Background: an optimization exercise with open tools, aiming at small area, a short achievable clock period and few clock cycles per item. Do not read the settings as production practice. At most, simulation tests tie the RTL to the original design; equivalence was not proved.

==> inputs of trial 92 <==
// dx_ecc
module dx_ecc (
    input  wire        clk,
    input  wire        rst,
    input  wire        in_valid,
    output wire        in_ready,
    input  wire        in_op,
    input  wire [63:0] in_data,
    input  wire [15:0] in_check,
    output reg         out_valid,
    output reg  [63:0] out_data,
    output reg  [15:0] out_check,
    output reg  [2:0]  out_status
);
Settings: LEC_CHECK=0, CAP_MARGIN=20, CORE_MARGIN=2, CORE_UTILIZATION=60, CTS_BUF_LIST=sky130_fd_sc_hd__clkbuf_4 sky130_fd_sc_hd__clkbuf_8, CTS_CLUSTER_DIAMETER=80, CTS_CLUSTER_SIZE=16, SLEW_MARGIN=20; clock period 14.0 ns.
standard.sh (not shown) runs the stock make flow with config.mk's settings and CLKGATE_MAP_FILE= SYNTH_SCRIPT=/design/flow/synth_recipe.tcl, a recipe that flattens the netlist after the stock synthesis.
==> flow/flow/run.sh <==
#!/bin/bash
# Own flow: the standard layout (standard synthesis unchanged), with
#  - port buffers of sky130_fd_sc_hd__buf_2 instead of the automatically chosen cell;
set -euo pipefail
bash standard.sh \
  "SETUP_SLACK_MARGIN=${FLOW_SETUP_MARGIN:-9.5}" \
  "BUFFER_PORTS_ARGS=-buffer_cell sky130_fd_sc_hd__buf_2" \
  finish > standard_make.log 2>&1
==> trial 56 (differences from trial 92) <==
--- a/flow/design.v
+++ b/flow/design.v
@@ -111,13 +111,12 @@
     reg  [63:0] d_1;
     reg  [63:0] d_2;
     wire [15:0] c_0;
     reg  [15:0] c_1;
     wire [6:0] s1_0;
     reg  [6:0] s1_1;
-    reg  [6:0] s1_2;
     wire [6:0] s3_0;
     reg  [6:0] s3_1;
     wire [0:0] q_0;
     reg  [0:0] q_1;
     wire [0:0] p1_0;
     reg  [0:0] p1_1;
@@ -128,12 +127,14 @@
     wire [14:0] cb_1;
     reg  [14:0] cb_2;
     wire [6:0] e_1;
     wire [6:0] i3_1;
     wire [6:0] z_1;
     reg  [6:0] z_2;
+    wire [6:0] s1g_1;
+    reg  [6:0] s1g_2;
     wire [0:0] t0_1;
     reg  [0:0] t0_2;
     wire [0:0] ez_1;
     reg  [0:0] ez_2;
     wire [0:0] szero_1;
     reg  [0:0] szero_2;
@@ -141,13 +142,12 @@
     reg  [0:0] pz_2;
     wire [6:0] x1_2;
     wire [6:0] x2_2;
     wire [0:0] in1_2;
     wire [0:0] in2_2;
     wire [0:0] s1z_2;
-    wire [0:0] corr_2;
     wire [0:0] keep_2;
     wire [0:0] e78_2;
     wire [2:0] st_2;
     wire [77:0] hit_2;
     wire [63:0] od_2;
     reg  [63:0] od_3;
@@ -522,40 +522,40 @@
     end endgenerate
     generate if (1) begin : g_E
         assign e_1 = gf_mul(s1_1, gf_sq(s1_1)) ^ s3_1;
         assign i3_1 = gf_inv3(s1_1);
     end endgenerate
     generate if (1) begin : g_K
+        assign s1g_1 = s1_1 & {7{op_1}};
         wire [12:0] kp = gf_pmul(s3_1, i3_1);
         assign z_1 = gf_ht13(kp);
         assign t0_1 = ^(kp & 13'h0881);
         assign ez_1 = (e_1 == 7'd0);
         assign szero_1 = (s1_1 == 7'd0) && (e_1 == 7'd0);
         wire [6:0] ts1 = s1_1 ^ 7'h40;
         wire tz = (ts1 == 7'd0) && (e_1 == 7'h12);
         wire ts = in_set(ts1) && (e_1 == (pois_lin(s1_1) ^ 7'h12));
         wire [1:0] tp = {s15_1, p1_1} ^ 2'd2;
         assign pz_1 = (tz && (tp != 2'd3)) || (ts && (tp == 2'd1));
     end endgenerate
     generate if (1) begin : g_X
-        assign x1_2 = gf_mul(s1_2, z_2);
-        assign x2_2 = x1_2 ^ s1_2;
+        assign x1_2 = gf_mul(s1g_2, z_2);
+        assign x2_2 = x1_2 ^ s1g_2;
         assign in1_2 = in_set(x1_2);
         assign in2_2 = in_set(x2_2);
-        assign s1z_2 = (s1_2 == 7'd0);
+        assign s1z_2 = (s1g_2 == 7'd0);
     end endgenerate
     generate if (1) begin : g_st
         wire ok1 = !s1z_2 && ez_2 && in2_2;
         wire ok2 = !s1z_2 && !ez_2 && t0_2 && in1_2 && in2_2;
         wire one = (ok1 && p1_2 && !s15_2) || (szero_2 && (p1_2 ^ s15_2));
         wire two = (ok2 && !p1_2 && !s15_2) || (ok1 && (p1_2 == s15_2)) || (szero_2 && p1_2 && s15_2);
         wire clean = szero_2 && !p1_2 && !s15_2;
         assign st_2 = !op_2 || clean ? 3'd0 : one ? 3'd1 : two ? 3'd2 : pz_2 ? 3'd3 : 3'd4;
-        assign corr_2 = op_2 && (one || two);
         assign keep_2 = !op_2 || clean || one || two;
-        assign e78_2 = p1_2 ^ (ez_2 && !szero_2);
+        assign e78_2 = op_2 && (p1_2 ^ (ez_2 && !szero_2));
     end endgenerate
     generate if (1) begin : g_hit
         assign hit_2[0] = (x1_2 == 7'h01) || (x2_2 == 7'h01);
         assign hit_2[1] = (x1_2 == 7'h02) || (x2_2 == 7'h02);
         assign hit_2[2] = (x1_2 == 7'h04) || (x2_2 == 7'h04);
         assign hit_2[3] = (x1_2 == 7'h08) || (x2_2 == 7'h08);
@@ -632,35 +632,35 @@
         assign hit_2[74] = (x1_2 == 7'h73) || (x2_2 == 7'h73);
         assign hit_2[75] = (x1_2 == 7'h6f) || (x2_2 == 7'h6f);
         assign hit_2[76] = (x1_2 == 7'h57) || (x2_2 == 7'h57);
         assign hit_2[77] = (x1_2 == 7'h27) || (x2_2 == 7'h27);
     end endgenerate
     generate if (1) begin : g_out
-        assign od_2 = {64{keep_2}} & (d_2 ^ ({64{corr_2}} & hit_2[77:14]));
-        assign oc_2 = {15{keep_2}} & (cb_2 ^ ({15{corr_2}} & {e78_2, hit_2[13:0]}));
+        assign od_2 = {64{keep_2}} & (d_2 ^ hit_2[77:14]);
+        assign oc_2 = {15{keep_2}} & (cb_2 ^ {e78_2, hit_2[13:0]});
         assign ost_2 = st_2;
         assign ov_2 = v_2;
     end endgenerate
     always @(posedge clk) begin
         v_1 <= rst ? 1'b0 : v_0;
         v_2 <= rst ? 1'b0 : v_1;
         op_1 <= op_0;
         op_2 <= op_1;
         d_1 <= d_0;
         d_2 <= d_1;
         c_1 <= c_0;
         s1_1 <= s1_0;
-        s1_2 <= s1_1;
         s3_1 <= s3_0;
         q_1 <= q_0;
         p1_1 <= p1_0;
         p1_2 <= p1_1;
         s15_1 <= s15_0;
         s15_2 <= s15_1;
         cb_2 <= cb_1;
         z_2 <= z_1;
+        s1g_2 <= s1g_1;
         t0_2 <= t0_1;
         ez_2 <= ez_1;
         szero_2 <= szero_1;
         pz_2 <= pz_1;
         od_3 <= od_2;
         oc_3 <= oc_2;
- CORE_UTILIZATION: 60 -> 68
==> build 47 (differences from trial 92) <==
- ABC_AREA: default -> 1
- CTS_BUF_LIST: sky130_fd_sc_hd__clkbuf_4 sky130_fd_sc_hd__clkbuf_8 -> default
- CTS_CLUSTER_DIAMETER: 80 -> default
- CTS_CLUSTER_SIZE: 16 -> default
==> summary.txt <==
Outcome
  • Status: no timing/DRC/antenna violations

Setup path
  • Critical path type: in -> reg

Timing
  • RSZ-0062 raised after global routing: no

Cells and area
  • Post-layout nets: 2,057
The numbers above come from trial 92.

==> summary.txt <==
Outcome
  • Status: no timing/DRC/antenna violations

Setup path
  • R2R Setup Slk: 9.81 ns
  • Critical path type: in -> reg

Cells and area
  • Post-layout nets: 2,699

Yosys
  • Mux cell area share after synthesis: 0.00186

Clock tree
  • H-Tree Level Count: 1
The numbers above come from build 47.

==> summary.txt <==
Outcome
  • Status: no timing/DRC/antenna violations

Cells and area
  • Post-layout nets: 1,951

Timing
  • RSZ-0062 raised after global routing: yes

Setup path
  • Critical path type: reg -> reg
The numbers above come from trial 56.

Testbench counts of trial 92, summed over its fixed seeds: cycles 12,024, items 12,000.
Testbench counts of trial 56, summed over its fixed seeds: cycles 12,024, items 12,000.
Testbench counts of build 47, summed over its fixed seeds: cycles 12,024, items 12,000.

==> job 9580: inputs <==
Another version of the RTL of dx_ecc (not shown whole).
clock: 14.0 ns
lec_check: 0
cap_margin: 20
core_margin: 2
core_utilization: 60
cts_buf_list: sky130_fd_sc_hd__clkbuf_4 sky130_fd_sc_hd__clkbuf_8
slew_margin: 20
Scripts as last shown in full above: flow/flow/run.sh
==> job 3630 (differences from job 9580) <==
--- a/flow/design.v
+++ b/flow/design.v
@@ -114,56 +114,53 @@
     endfunction
     wire [0:0] v_0;
     reg  [0:0] v_1;
     reg  [0:0] v_2;
     wire [0:0] op_0;
     reg  [0:0] op_1;
+    reg  [0:0] op_2;
     wire [63:0] d_0;
     reg  [63:0] d_1;
     reg  [63:0] d_2;
     wire [15:0] c_0;
     reg  [15:0] c_1;
     wire [6:0] s1_0;
     reg  [6:0] s1_1;
-    reg  [6:0] s1_2;
     wire [6:0] s3_0;
     reg  [6:0] s3_1;
     wire [0:0] q_0;
     reg  [0:0] q_1;
     wire [0:0] p1_0;
     reg  [0:0] p1_1;
+    reg  [0:0] p1_2;
     wire [0:0] s15_0;
     reg  [0:0] s15_1;
+    reg  [0:0] s15_2;
     wire [14:0] cb_1;
     reg  [14:0] cb_2;
     wire [6:0] e_1;
     wire [6:0] i3_1;
     wire [6:0] z_1;
     reg  [6:0] z_2;
-    wire [0:0] a1_1;
-    reg  [0:0] a1_2;
-    wire [0:0] a2_1;
-    reg  [0:0] a2_2;
-    wire [0:0] a3_1;
-    reg  [0:0] a3_2;
-    wire [0:0] b1_1;
-    reg  [0:0] b1_2;
-    wire [0:0] b2_1;
-    reg  [0:0] b2_2;
-    wire [0:0] cl_1;
-    reg  [0:0] cl_2;
+    wire [6:0] s1g_1;
+    reg  [6:0] s1g_2;
+    wire [0:0] t0_1;
+    reg  [0:0] t0_2;
+    wire [0:0] ez_1;
+    reg  [0:0] ez_2;
+    wire [0:0] szero_1;
+    reg  [0:0] szero_2;
     wire [0:0] pz_1;
     reg  [0:0] pz_2;
-    wire [0:0] e78_1;
-    reg  [0:0] e78_2;
     wire [6:0] x1_2;
     wire [6:0] x2_2;
     wire [0:0] in1_2;
     wire [0:0] in2_2;
-    wire [0:0] corr_2;
+    wire [0:0] s1z_2;
     wire [0:0] keep_2;
+    wire [0:0] e78_2;
     wire [2:0] st_2;
     wire [77:0] hit_2;
     wire [63:0] od_2;
     reg  [63:0] od_3;
     wire [14:0] oc_2;
     reg  [14:0] oc_3;
@@ -536,43 +533,40 @@
     end endgenerate
     generate if (1) begin : g_E
         assign e_1 = gf_cube(s1_1) ^ s3_1;
         assign i3_1 = gf_inv3(s1_1);
     end endgenerate
     generate if (1) begin : g_K
+        assign s1g_1 = s1_1 & {7{op_1}};
         wire [12:0] kp = gf_pmul(s3_1, i3_1);
         assign z_1 = gf_ht13(kp);
-        wire t0 = ^(kp & 13'h0881);
-        wire ez = (e_1 == 7'd0);
-        wire s1z = (s1_1 == 7'd0);
-        wire szero = s1z && ez;
-        assign a1_1 = op_1 && !s1z && ez && p1_1 && !s15_1;
-        assign a2_1 = op_1 && !s1z && ez && (p1_1 == s15_1);
-        assign a3_1 = op_1 && !s1z && !ez && t0 && !p1_1 && !s15_1;
-        assign b1_1 = op_1 && szero && (p1_1 ^ s15_1);
-        assign b2_1 = op_1 && szero && p1_1 && s15_1;
-        assign cl_1 = !op_1 || (szero && !p1_1 && !s15_1);
-        assign e78_1 = p1_1 ^ (ez && !szero);
+        assign t0_1 = ^(kp & 13'h0881);
+        assign ez_1 = (e_1 == 7'd0);
+        assign szero_1 = (s1_1 == 7'd0) && (e_1 == 7'd0);
         wire [6:0] ts1 = s1_1 ^ 7'h40;
         wire tz = (ts1 == 7'd0) && (e_1 == 7'h12);
         wire ts = in_set(ts1) && (e_1 == (pois_lin(s1_1) ^ 7'h12));
         wire [1:0] tp = {s15_1, p1_1} ^ 2'd2;
         assign pz_1 = (tz && (tp != 2'd3)) || (ts && (tp == 2'd1));
     end endgenerate
     generate if (1) begin : g_X
-        assign x1_2 = gf_mul(s1_2, z_2);
-        assign x2_2 = x1_2 ^ s1_2;
+        assign x1_2 = gf_mul(s1g_2, z_2);
+        assign x2_2 = x1_2 ^ s1g_2;
         assign in1_2 = in_set(x1_2);
         assign in2_2 = in_set(x2_2);
+        assign s1z_2 = (s1g_2 == 7'd0);
     end endgenerate
     generate if (1) begin : g_st
-        wire one = b1_2 || (a1_2 && in2_2);
-        wire two = b2_2 || (a2_2 && in2_2) || (a3_2 && in1_2 && in2_2);
-        assign st_2 = cl_2 ? 3'd0 : one ? 3'd1 : two ? 3'd2 : pz_2 ? 3'd3 : 3'd4;
-        assign corr_2 = one || two;
-        assign keep_2 = cl_2 || one || two;
+        wire ok1 = !s1z_2 && ez_2 && in2_2;
+        wire ok2 = !s1z_2 && !ez_2 && t0_2 && in1_2 && in2_2;
+        wire one = (ok1 && p1_2 && !s15_2) || (szero_2 && (p1_2 ^ s15_2));
+        wire two = (ok2 && !p1_2 && !s15_2) || (ok1 && (p1_2 == s15_2)) || (szero_2 && p1_2 && s15_2);
+        wire clean = szero_2 && !p1_2 && !s15_2;
+        assign st_2 = !op_2 || clean ? 3'd0 : one ? 3'd1 : two ? 3'd2 : pz_2 ? 3'd3 : 3'd4;
+        assign keep_2 = !op_2 || clean || one || two;
+        assign e78_2 = op_2 && (p1_2 ^ (ez_2 && !szero_2));
     end endgenerate
     generate if (1) begin : g_hit
         assign hit_2[0] = (x1_2 == 7'h01) || (x2_2 == 7'h01);
         assign hit_2[1] = (x1_2 == 7'h02) || (x2_2 == 7'h02);
         assign hit_2[2] = (x1_2 == 7'h04) || (x2_2 == 7'h04);
         assign hit_2[3] = (x1_2 == 7'h08) || (x2_2 == 7'h08);
@@ -649,40 +643,39 @@
         assign hit_2[74] = (x1_2 == 7'h73) || (x2_2 == 7'h73);
         assign hit_2[75] = (x1_2 == 7'h6f) || (x2_2 == 7'h6f);
         assign hit_2[76] = (x1_2 == 7'h57) || (x2_2 == 7'h57);
         assign hit_2[77] = (x1_2 == 7'h27) || (x2_2 == 7'h27);
     end endgenerate
     generate if (1) begin : g_out
-        assign od_2 = corr_2 ? (d_2 ^ hit_2[77:14]) : (d_2 & {64{keep_2}});
-        assign oc_2 = corr_2 ? (cb_2 ^ {e78_2, hit_2[13:0]}) : (cb_2 & {15{keep_2}});
+        assign od_2 = {64{keep_2}} & (d_2 ^ hit_2[77:14]);
+        assign oc_2 = {15{keep_2}} & (cb_2 ^ {e78_2, hit_2[13:0]});
         assign ost_2 = st_2;
         assign ov_2 = v_2;
     end endgenerate
     always @(posedge clk) begin
         v_1 <= rst ? 1'b0 : v_0;
         v_2 <= rst ? 1'b0 : v_1;
         op_1 <= op_0;
+        op_2 <= op_1;
         d_1 <= d_0;
         d_2 <= d_1;
         c_1 <= c_0;
         s1_1 <= s1_0;
-        s1_2 <= s1_1;
         s3_1 <= s3_0;
         q_1 <= q_0;
         p1_1 <= p1_0;
+        p1_2 <= p1_1;
         s15_1 <= s15_0;
+        s15_2 <= s15_1;
         cb_2 <= cb_1;
         z_2 <= z_1;
-        a1_2 <= a1_1;
-        a2_2 <= a2_1;
-        a3_2 <= a3_1;
-        b1_2 <= b1_1;
-        b2_2 <= b2_1;
-        cl_2 <= cl_1;
+        s1g_2 <= s1g_1;
+        t0_2 <= t0_1;
+        ez_2 <= ez_1;
+        szero_2 <= szero_1;
         pz_2 <= pz_1;
-        e78_2 <= e78_1;
         od_3 <= od_2;
         oc_3 <= oc_2;
         ost_3 <= ost_2;
         ov_3 <= rst ? 1'b0 : ov_2;
     end
     always @* begin
- CTS_CLUSTER_DIAMETER: default -> 80
- CTS_CLUSTER_SIZE: default -> 16
==> job 9180 (differences from job 9580) <==
--- a/flow/design.v
+++ b/flow/design.v
@@ -65,23 +65,12 @@
             gf_sq[3] = ^(x & 7'h20);
             gf_sq[4] = ^(x & 7'h54);
             gf_sq[5] = ^(x & 7'h40);
             gf_sq[6] = ^(x & 7'h28);
         end
     endfunction
-    function automatic [6:0] gf_cube(input [6:0] x);
-        begin
-            gf_cube[0] = x[0] ^ x[5] ^ (x[1] & x[3]) ^ (x[2] & x[3]) ^ (x[2] & x[6]) ^ (x[3] & x[4]) ^ (x[3] & x[5]) ^ (x[3] & x[6]) ^ (x[4] & x[5]) ^ (x[4] & x[6]);
-            gf_cube[1] = x[4] ^ x[5] ^ (x[0] & x[1]) ^ (x[0] & x[4]) ^ (x[0] & x[6]) ^ (x[1] & x[6]) ^ (x[2] & x[3]) ^ (x[2] & x[4]) ^ (x[2] & x[5]) ^ (x[4] & x[6]) ^ (x[5] & x[6]);
-            gf_cube[2] = x[3] ^ (x[0] & x[1]) ^ (x[0] & x[2]) ^ (x[1] & x[4]) ^ (x[1] & x[6]) ^ (x[2] & x[5]) ^ (x[3] & x[5]) ^ (x[4] & x[5]) ^ (x[4] & x[6]);
-            gf_cube[3] = x[1] ^ x[5] ^ x[6] ^ (x[0] & x[3]) ^ (x[0] & x[5]) ^ (x[1] & x[3]) ^ (x[2] & x[3]) ^ (x[2] & x[4]) ^ (x[2] & x[6]) ^ (x[3] & x[5]) ^ (x[3] & x[6]) ^ (x[5] & x[6]);
-            gf_cube[4] = x[4] ^ x[6] ^ (x[0] & x[2]) ^ (x[0] & x[6]) ^ (x[1] & x[2]) ^ (x[1] & x[5]) ^ (x[1] & x[6]) ^ (x[2] & x[3]) ^ (x[2] & x[4]) ^ (x[2] & x[5]) ^ (x[3] & x[4]) ^ (x[3] & x[5]) ^ (x[3] & x[6]) ^ (x[4] & x[6]) ^ (x[5] & x[6]);
-            gf_cube[5] = x[3] ^ x[4] ^ (x[0] & x[5]) ^ (x[0] & x[6]) ^ (x[1] & x[2]) ^ (x[1] & x[3]) ^ (x[1] & x[4]) ^ (x[1] & x[6]) ^ (x[3] & x[5]) ^ (x[3] & x[6]) ^ (x[4] & x[5]) ^ (x[5] & x[6]);
-            gf_cube[6] = x[2] ^ x[6] ^ (x[0] & x[3]) ^ (x[0] & x[5]) ^ (x[0] & x[6]) ^ (x[1] & x[4]) ^ (x[1] & x[6]) ^ (x[2] & x[4]) ^ (x[3] & x[4]) ^ (x[3] & x[5]) ^ (x[4] & x[6]);
-        end
-    endfunction
     function automatic [6:0] gf_ht(input [6:0] x);
         begin
             gf_ht[0] = ^(x & 7'h00);
             gf_ht[1] = ^(x & 7'h5c);
             gf_ht[2] = ^(x & 7'h58);
             gf_ht[3] = ^(x & 7'h60);
@@ -114,12 +103,13 @@
     endfunction
     wire [0:0] v_0;
     reg  [0:0] v_1;
     reg  [0:0] v_2;
     wire [0:0] op_0;
     reg  [0:0] op_1;
+    reg  [0:0] op_2;
     wire [63:0] d_0;
     reg  [63:0] d_1;
     reg  [63:0] d_2;
     wire [15:0] c_0;
     reg  [15:0] c_1;
     wire [6:0] s1_0;
@@ -128,42 +118,38 @@
     wire [6:0] s3_0;
     reg  [6:0] s3_1;
     wire [0:0] q_0;
     reg  [0:0] q_1;
     wire [0:0] p1_0;
     reg  [0:0] p1_1;
+    reg  [0:0] p1_2;
     wire [0:0] s15_0;
     reg  [0:0] s15_1;
+    reg  [0:0] s15_2;
     wire [14:0] cb_1;
     reg  [14:0] cb_2;
     wire [6:0] e_1;
     wire [6:0] i3_1;
     wire [6:0] z_1;
     reg  [6:0] z_2;
-    wire [0:0] a1_1;
-    reg  [0:0] a1_2;
-    wire [0:0] a2_1;
-    reg  [0:0] a2_2;
-    wire [0:0] a3_1;
-    reg  [0:0] a3_2;
-    wire [0:0] b1_1;
-    reg  [0:0] b1_2;
-    wire [0:0] b2_1;
-    reg  [0:0] b2_2;
-    wire [0:0] cl_1;
-    reg  [0:0] cl_2;
+    wire [0:0] t0_1;
+    reg  [0:0] t0_2;
+    wire [0:0] ez_1;
+    reg  [0:0] ez_2;
+    wire [0:0] szero_1;
+    reg  [0:0] szero_2;
     wire [0:0] pz_1;
     reg  [0:0] pz_2;
-    wire [0:0] e78_1;
-    reg  [0:0] e78_2;
     wire [6:0] x1_2;
     wire [6:0] x2_2;
     wire [0:0] in1_2;
     wire [0:0] in2_2;
+    wire [0:0] s1z_2;
     wire [0:0] corr_2;
     wire [0:0] keep_2;
+    wire [0:0] e78_2;
     wire [2:0] st_2;
     wire [77:0] hit_2;
     wire [63:0] od_2;
     reg  [63:0] od_3;
     wire [14:0] oc_2;
     reg  [14:0] oc_3;
@@ -532,47 +518,44 @@
         assign rd[11] = xr[37];
         assign rd[12] = xr[38];
         assign rd[13] = xr[40];
         assign cb_1 = op_1 ? c_1[14:0] : {q_1, rd};
     end endgenerate
     generate if (1) begin : g_E
-        assign e_1 = gf_cube(s1_1) ^ s3_1;
+        assign e_1 = gf_mul(s1_1, gf_sq(s1_1)) ^ s3_1;
         assign i3_1 = gf_inv3(s1_1);
     end endgenerate
     generate if (1) begin : g_K
         wire [12:0] kp = gf_pmul(s3_1, i3_1);
         assign z_1 = gf_ht13(kp);
-        wire t0 = ^(kp & 13'h0881);
-        wire ez = (e_1 == 7'd0);
-        wire s1z = (s1_1 == 7'd0);
-        wire szero = s1z && ez;
-        assign a1_1 = op_1 && !s1z && ez && p1_1 && !s15_1;
-        assign a2_1 = op_1 && !s1z && ez && (p1_1 == s15_1);
-        assign a3_1 = op_1 && !s1z && !ez && t0 && !p1_1 && !s15_1;
-        assign b1_1 = op_1 && szero && (p1_1 ^ s15_1);
-        assign b2_1 = op_1 && szero && p1_1 && s15_1;
-        assign cl_1 = !op_1 || (szero && !p1_1 && !s15_1);
-        assign e78_1 = p1_1 ^ (ez && !szero);
+        assign t0_1 = ^(kp & 13'h0881);
+        assign ez_1 = (e_1 == 7'd0);
+        assign szero_1 = (s1_1 == 7'd0) && (e_1 == 7'd0);
         wire [6:0] ts1 = s1_1 ^ 7'h40;
         wire tz = (ts1 == 7'd0) && (e_1 == 7'h12);
         wire ts = in_set(ts1) && (e_1 == (pois_lin(s1_1) ^ 7'h12));
         wire [1:0] tp = {s15_1, p1_1} ^ 2'd2;
         assign pz_1 = (tz && (tp != 2'd3)) || (ts && (tp == 2'd1));
     end endgenerate
     generate if (1) begin : g_X
         assign x1_2 = gf_mul(s1_2, z_2);
         assign x2_2 = x1_2 ^ s1_2;
         assign in1_2 = in_set(x1_2);
         assign in2_2 = in_set(x2_2);
+        assign s1z_2 = (s1_2 == 7'd0);
     end endgenerate
     generate if (1) begin : g_st
-        wire one = b1_2 || (a1_2 && in2_2);
-        wire two = b2_2 || (a2_2 && in2_2) || (a3_2 && in1_2 && in2_2);
-        assign st_2 = cl_2 ? 3'd0 : one ? 3'd1 : two ? 3'd2 : pz_2 ? 3'd3 : 3'd4;
-        assign corr_2 = one || two;
-        assign keep_2 = cl_2 || one || two;
+        wire ok1 = !s1z_2 && ez_2 && in2_2;
+        wire ok2 = !s1z_2 && !ez_2 && t0_2 && in1_2 && in2_2;
+        wire one = (ok1 && p1_2 && !s15_2) || (szero_2 && (p1_2 ^ s15_2));
+        wire two = (ok2 && !p1_2 && !s15_2) || (ok1 && (p1_2 == s15_2)) || (szero_2 && p1_2 && s15_2);
+        wire clean = szero_2 && !p1_2 && !s15_2;
+        assign st_2 = !op_2 || clean ? 3'd0 : one ? 3'd1 : two ? 3'd2 : pz_2 ? 3'd3 : 3'd4;
+        assign corr_2 = op_2 && (one || two);
+        assign keep_2 = !op_2 || clean || one || two;
+        assign e78_2 = p1_2 ^ (ez_2 && !szero_2);
     end endgenerate
     generate if (1) begin : g_hit
         assign hit_2[0] = (x1_2 == 7'h01) || (x2_2 == 7'h01);
         assign hit_2[1] = (x1_2 == 7'h02) || (x2_2 == 7'h02);
         assign hit_2[2] = (x1_2 == 7'h04) || (x2_2 == 7'h04);
         assign hit_2[3] = (x1_2 == 7'h08) || (x2_2 == 7'h08);
@@ -649,40 +632,39 @@
         assign hit_2[74] = (x1_2 == 7'h73) || (x2_2 == 7'h73);
         assign hit_2[75] = (x1_2 == 7'h6f) || (x2_2 == 7'h6f);
         assign hit_2[76] = (x1_2 == 7'h57) || (x2_2 == 7'h57);
         assign hit_2[77] = (x1_2 == 7'h27) || (x2_2 == 7'h27);
     end endgenerate
     generate if (1) begin : g_out
-        assign od_2 = corr_2 ? (d_2 ^ hit_2[77:14]) : (d_2 & {64{keep_2}});
-        assign oc_2 = corr_2 ? (cb_2 ^ {e78_2, hit_2[13:0]}) : (cb_2 & {15{keep_2}});
+        assign od_2 = {64{keep_2}} & (d_2 ^ ({64{corr_2}} & hit_2[77:14]));
+        assign oc_2 = {15{keep_2}} & (cb_2 ^ ({15{corr_2}} & {e78_2, hit_2[13:0]}));
         assign ost_2 = st_2;
         assign ov_2 = v_2;
     end endgenerate
     always @(posedge clk) begin
         v_1 <= rst ? 1'b0 : v_0;
         v_2 <= rst ? 1'b0 : v_1;
         op_1 <= op_0;
+        op_2 <= op_1;
         d_1 <= d_0;
         d_2 <= d_1;
         c_1 <= c_0;
         s1_1 <= s1_0;
         s1_2 <= s1_1;
         s3_1 <= s3_0;
         q_1 <= q_0;
         p1_1 <= p1_0;
+        p1_2 <= p1_1;
         s15_1 <= s15_0;
+        s15_2 <= s15_1;
         cb_2 <= cb_1;
         z_2 <= z_1;
-        a1_2 <= a1_1;
-        a2_2 <= a2_1;
-        a3_2 <= a3_1;
-        b1_2 <= b1_1;
-        b2_2 <= b2_1;
-        cl_2 <= cl_1;
+        t0_2 <= t0_1;
+        ez_2 <= ez_1;
+        szero_2 <= szero_1;
         pz_2 <= pz_1;
-        e78_2 <= e78_1;
         od_3 <= od_2;
         oc_3 <= oc_2;
         ost_3 <= ost_2;
         ov_3 <= rst ? 1'b0 : ov_2;
     end
     always @* begin
==> flow/flow/run.sh (replaced) <==
#!/bin/bash
# Own flow: the standard layout (standard synthesis unchanged), with
#  - port buffers of sky130_fd_sc_hd__buf_2 instead of the automatically chosen cell;
set -euo pipefail
bash standard.sh \
  "SETUP_SLACK_MARGIN=${FLOW_SETUP_MARGIN:-9.3}" \
  "BUFFER_PORTS_ARGS=-buffer_cell sky130_fd_sc_hd__buf_2" \
  finish > standard_make.log 2>&1
- CORE_UTILIZATION: 60 -> 40
- CTS_BUF_LIST: sky130_fd_sc_hd__clkbuf_4 sky130_fd_sc_hd__clkbuf_8 -> default
==> comparison table <==
Filler Cell Count: job 9180 3855; job 3630 2288; job 9580 2307
Area of all placed cells without fillers: job 9180 0.01887 mm2; job 3630 0.01763 mm2; job 9580 0.01939 mm2
Count of cell instances traversed by the critical path: job 9180 8; job 3630 13; job 9580 8
Area of the multi-input gates: job 9180 0.01028 mm2; job 3630 0.01014 mm2; job 9580 0.01084 mm2
Part of the Yosys area used for sequential elements: job 9180 34.67%; job 3630 34.74%; job 9580 33.02%
Placed wire-length estimate after detailed placement: job 9180 40850 um; job 3630 36510 um; job 9580 40440 um
Worst-case setup slack after placement: job 9180 8.155 ns; job 3630 9.161 ns; job 9580 7.938 ns
Number of cells traversed by the worst register-to-register path: job 9180 14; job 3630 13; job 9580 16
Wire length of the first global-routing pass: job 9180 79820 um; job 3630 72220 um; job 9580 83330 um
GR Util met1: job 9180 36.03%; job 3630 49.35%; job 9580 50.40%
Kind of critical path: job 9180 in -> reg; job 3630 reg -> reg; job 9580 in -> reg
Antenna violations before repair: job 9180 5; job 3630 1; job 9580 0
Routed vias: job 9180 13490; job 3630 12640; job 9580 15030
Fraction of standard cell area that is sequential: job 9180 29.91%; job 3630 31.95%; job 9580 29.17%
Clock skew: job 9180 0.01841 ns; job 3630 0.07618 ns; job 9580 0.02528 ns
Total number of nets in the final design: job 9180 2060; job 3630 1942; job 9580 2144
Initial standard-cell utilization of the core: job 9180 40.65%; job 3630 60.58%; job 9580 61.20%
Tap cell count: job 9180 525; job 3630 341; job 9580 378
Clock sinks: job 9180 281; job 3630 281; job 9580 282
Detail-routed via count per cell: job 9180 5.399; job 3630 5.820; job 9580 6.170
Final core utilization: job 9180 47.27%; job 3630 65.96%; job 9580 69.43%
Result of the run: job 9180 complete, no violations; job 3630 complete, no violations; job 9580 complete, no violations
Achievable Freq: job 9180 221.3 MHz; job 3630 228.9 MHz; job 9580 225.8 MHz
Testbench counts of job 9180, summed over its fixed seeds: cycles 12,024, items 12,000.
Only the layout flow was run in job 9580 and job 3630; the RTL was not checked for function there.

## afterwards: timing with drivers on the ports
No port has a modelled driver above. Below, the same layouts with a new extraction and two added sets of constraints.
Step 1 assumes that a clkbuf_16 drives the clock port and a buf_2 every other input.
Step 2, shift: input delay + t, output delay - t, t = (earliest + latest rising clock arrival at the registers) / 2. This alone moves slack from input paths to output paths.
a / b / c = no drivers / after step 1 / after step 2; a / b = the first two.
run	shift t [ns]	setup WS [ns]	hold WS [ns]
trial 92	0.600	9.600 / 9.601 / 9.027	0.299 / 0.299 / 0.299
trial 56	0.600	9.483 / 9.483 / 9.036	0.331 / 0.331 / 0.331
build 47	0.610	9.558 / 9.590 / 8.980	0.288 / 0.288 / 0.288
job 9580	0.592	9.572 / 9.597 / 9.008	0.322 / 0.322 / 0.322
job 3630	0.604	9.631 / 9.631 / 9.124	0.290 / 0.290 / 0.290
job 9180	0.599	9.481 / 9.489 / 8.907	0.321 / 0.321 / 0.321
After both steps setup and hold are still met in every run listed. The setup slack of build 47, which loses most, moves by +0.032 ns with the drivers and by -0.578 ns with both steps.
